What follows belongs to an exercise in optimizing a design on an open flow for small area and a short achievable clock period; a production flow would make more cautious choices.

==> flow/design.v <==
module row_ecc (
    input  wire        clk,
    input  wire        in_valid,
    input  wire [71:0] word,        
    input  wire        eraen,       
    input  wire [6:0]  ecol,        
    input  wire        wr,          
    input  wire [63:0] wdata,       
    input  wire [63:0] wmask,       
    output reg         out_valid,
    output wire [71:0] rword,       
    output reg         ue,          
    output reg         upset,       
    output wire [1:0]  ncorr,       
    output wire [6:0]  ccol,        
    output reg         ecbad,       
    output wire [71:0] wword        
);
    function [7:0] h;
        input [6:0] j;
        begin
            case (j)
                7'd0:  h = 8'h07; 7'd1:  h = 8'h0B; 7'd2:  h = 8'h0D; 7'd3:  h = 8'h0E;
                7'd4:  h = 8'h13; 7'd5:  h = 8'h15; 7'd6:  h = 8'h16; 7'd7:  h = 8'h19;
                7'd8:  h = 8'h1A; 7'd9:  h = 8'h1C; 7'd10: h = 8'h23; 7'd11: h = 8'h25;
                7'd12: h = 8'h26; 7'd13: h = 8'h29; 7'd14: h = 8'h2A; 7'd15: h = 8'h2C;
                7'd16: h = 8'h31; 7'd17: h = 8'h32; 7'd18: h = 8'h34; 7'd19: h = 8'h38;
                7'd20: h = 8'h43; 7'd21: h = 8'h45; 7'd22: h = 8'h46; 7'd23: h = 8'h49;
                7'd24: h = 8'h4A; 7'd25: h = 8'h4C; 7'd26: h = 8'h51; 7'd27: h = 8'h52;
                7'd28: h = 8'h54; 7'd29: h = 8'h58; 7'd30: h = 8'h61; 7'd31: h = 8'h62;
                7'd32: h = 8'h64; 7'd33: h = 8'h68; 7'd34: h = 8'h70; 7'd35: h = 8'h83;
                7'd36: h = 8'h85; 7'd37: h = 8'h86; 7'd38: h = 8'h89; 7'd39: h = 8'h8A;
                7'd40: h = 8'h8C; 7'd41: h = 8'h91; 7'd42: h = 8'h92; 7'd43: h = 8'h94;
                7'd44: h = 8'h98; 7'd45: h = 8'hA1; 7'd46: h = 8'hA2; 7'd47: h = 8'hA4;
                7'd48: h = 8'hA8; 7'd49: h = 8'hB0; 7'd50: h = 8'hC1; 7'd51: h = 8'hC2;
                7'd52: h = 8'hC4; 7'd53: h = 8'hC8; 7'd54: h = 8'hD0; 7'd55: h = 8'hE0;
                7'd56: h = 8'h1F; 7'd57: h = 8'h2F; 7'd58: h = 8'h37; 7'd59: h = 8'h3B;
                7'd60: h = 8'h3D; 7'd61: h = 8'h3E; 7'd62: h = 8'hF1; 7'd63: h = 8'hF2;
                7'd64: h = 8'h01; 7'd65: h = 8'h02; 7'd66: h = 8'h04; 7'd67: h = 8'h08;
                7'd68: h = 8'h10; 7'd69: h = 8'h20; 7'd70: h = 8'h40; 7'd71: h = 8'h80;
                default: h = 8'h00;
            endcase
        end
    endfunction
    integer j;
    reg [7:0] syn;
    always @(*) begin
        syn = 8'h00;
        for (j = 0; j < 72; j = j + 1)
            if (word[j]) syn = syn ^ h(j[6:0]);
    end
    wire       era_ok = eraen && (ecol <= 7'd71);
    wire       nz     = |syn;
    wire [7:0] s2     = syn ^ h(ecol);    
    wire       g2     = era_ok && nz;
    wire [15:0] lo1, hi1, lo2, hi2;
    genvar v;
    generate
        for (v = 0; v < 16; v = v + 1) begin : g_nib
            assign lo1[v] = (syn[3:0] == v);
            assign hi1[v] = (syn[7:4] == v);
            assign lo2[v] = (s2[3:0] == v);
            assign hi2[v] = (s2[7:4] == v) && g2;
        end
    endgenerate
    reg [71:0] m1, m2, f;
    reg [6:0]  idx;                       
    reg [7:0]  c;
    always @(*) begin
        idx = 7'd0;
        for (j = 0; j < 72; j = j + 1) begin
            c     = h(j[6:0]);
            m1[j] = lo1[c[3:0]] && hi1[c[7:4]];
            m2[j] = lo2[c[3:0]] && hi2[c[7:4]];
            f[j]  = m1[j] || m2[j];
            if (f[j]) idx = idx | j[6:0];
        end
    end
    wire single = |m1;
    wire dbl    = |m2;
    wire ok     = single || dbl || !nz;
    wire [71:0] rpart = word ^ f;
    wire [63:0] mpart = (wdata & wmask) | (rpart[63:0] & ~wmask);
    reg [71:0] rpart_q;
    reg [63:0] mpart_q;
    reg [6:0]  idx_q, ecol_q;
    reg        single_q, dbl_q, dblm_q;
    always @(posedge clk) begin
        out_valid <= in_valid;
        ue        <= !ok;
        upset     <= !ok && !(wr && (&wmask));
        ecbad     <= eraen && (ecol > 7'd71);
        rpart_q   <= rpart;
        mpart_q   <= mpart;
        idx_q     <= idx;
        ecol_q    <= ecol;
        single_q  <= single;
        dbl_q     <= dbl;
        dblm_q    <= dbl && (ecol < 7'd64) && !wmask[ecol[5:0]];
    end
    function [7:0] encode;
        input [63:0] d;
        integer k;
        begin
            encode = 8'h00;
            for (k = 0; k < 64; k = k + 1)
                if (d[k]) encode = encode ^ h(k[6:0]);
        end
    endfunction
    reg [71:0] fe, fem;
    always @(*) begin
        for (j = 0; j < 72; j = j + 1) begin
            fe[j]  = dbl_q  && (ecol_q == j[6:0]);
            fem[j] = dblm_q && (ecol_q == j[6:0]);
        end
    end
    wire [63:0] lanes = mpart_q ^ fem[63:0];
    assign rword = rpart_q ^ fe;
    assign wword = {encode(lanes), lanes};
    assign ncorr = {dbl_q, single_q};
    assign ccol  = single_q ? idx_q : !dbl_q ? 7'd0 : (idx_q < ecol_q) ? idx_q : ecol_q;
endmodule
Settings: LEC_CHECK=0, CAP_MARGIN=20, CORE_MARGIN=2, CORE_UTILIZATION=30, SLEW_MARGIN=20, TNS_END_PERCENT=0; clock period 14.0 ns.
standard.sh (not shown) runs the stock make flow with config.mk's settings and CLKGATE_MAP_FILE= SYNTH_SCRIPT=/design/flow/synth_recipe.tcl, a recipe that flattens the netlist after the stock synthesis.
==> flow/flow/run.sh <==
#!/bin/bash
set -o pipefail
export BUFFER_PORTS_ARGS="-buffer_cell sky130_fd_sc_hd__buf_1"
export SETUP_SLACK_MARGIN=7
bash standard.sh > standard.log 2>&1
Edit:
--- a/flow/design.v
+++ b/flow/design.v
@@ -8,11 +8,11 @@
     input  wire [63:0] wdata,       
     input  wire [63:0] wmask,       
     output reg         out_valid,
-    output wire [71:0] rword,       
-    output reg         ue,          
-    output reg         upset,       
+    output reg  [71:0] rword,       
+    output wire        ue,          
+    output wire        upset,       
     output wire [1:0]  ncorr,       
-    output wire [6:0]  ccol,        
+    output reg  [6:0]  ccol,        
     output reg         ecbad,       
     output wire [71:0] wword        
 );
@@ -78,25 +78,25 @@
     end
     wire single = |m1;
     wire dbl    = |m2;
-    wire ok     = single || dbl || !nz;
-    wire [71:0] rpart = word ^ f;
+    reg [71:0] flip;
+    always @(*) begin
+        for (j = 0; j < 72; j = j + 1)
+            flip[j] = f[j] || (dbl && (ecol == j[6:0]));
+    end
+    wire [71:0] rpart = word ^ flip;
     wire [63:0] mpart = (wdata & wmask) | (rpart[63:0] & ~wmask);
-    reg [71:0] rpart_q;
     reg [63:0] mpart_q;
-    reg [6:0]  idx_q, ecol_q;
-    reg        single_q, dbl_q, dblm_q;
+    reg        single_q, dbl_q, nz_q, fw_q;
     always @(posedge clk) begin
         out_valid <= in_valid;
-        ue        <= !ok;
-        upset     <= !ok && !(wr && (&wmask));
+        nz_q      <= nz;
+        fw_q      <= wr && (&wmask);
         ecbad     <= eraen && (ecol > 7'd71);
-        rpart_q   <= rpart;
+        rword     <= rpart;
         mpart_q   <= mpart;
-        idx_q     <= idx;
-        ecol_q    <= ecol;
+        ccol      <= single ? idx : !dbl ? 7'd0 : (idx < ecol) ? idx : ecol;
         single_q  <= single;
         dbl_q     <= dbl;
-        dblm_q    <= dbl && (ecol < 7'd64) && !wmask[ecol[5:0]];
     end
     function [7:0] encode;
         input [63:0] d;
@@ -107,16 +107,8 @@
                 if (d[k]) encode = encode ^ h(k[6:0]);
         end
     endfunction
-    reg [71:0] fe, fem;
-    always @(*) begin
-        for (j = 0; j < 72; j = j + 1) begin
-            fe[j]  = dbl_q  && (ecol_q == j[6:0]);
-            fem[j] = dblm_q && (ecol_q == j[6:0]);
-        end
-    end
-    wire [63:0] lanes = mpart_q ^ fem[63:0];
-    assign rword = rpart_q ^ fe;
-    assign wword = {encode(lanes), lanes};
+    assign ue    = nz_q && !single_q && !dbl_q;
+    assign upset = nz_q && !single_q && !dbl_q && !fw_q;
+    assign wword = {encode(mpart_q), mpart_q};
     assign ncorr = {dbl_q, single_q};
-    assign ccol  = single_q ? idx_q : !dbl_q ? 7'd0 : (idx_q < ecol_q) ? idx_q : ecol_q;
 endmodule
Outcome: The changed run passed the timing, design-rule and antenna checks; first-iteration DRC count fell by 9.1%; worst setup slack got worse by 0.83 ns; maximum frequency came out lower by 10%; critical path depth increases by 6; cell count decreases by 1.8%.
No functional check of the RTL was part of any run of this note.

-- afterwards: timing with drivers on the ports --
In the flow no input, the clock included, has a driving cell. The finished layouts below were timed again as built, in two steps. Step 1: set_driving_cell puts a clkbuf_16 on clk and a buf_2 on each other input, an assumption about the parent block. Step 2 times the ports against the registers' clock, not the clock port: input delays grow and output delays shrink by t, the midpoint of the rising clock arrivals with the driver on. Slacks: no drivers / after step 1 / after step 2; pairs: no drivers / after step 1.
run | t, ns | setup WS [ns] | hold slack, ns | worst setup path after step 2
the first run | 0.500 | 6.848 / 6.876 / 6.375 | 2.442 / 2.413 / 2.914 | input to register
the second run | 0.546 | 6.021 / 5.977 / 5.431 | 2.422 / 2.390 / 2.936 | input to register
After both steps every run listed still meets setup and hold. For the second run, which loses most, drivers alone change the setup slack by -0.044 ns; drivers and shift together by -0.590 ns.
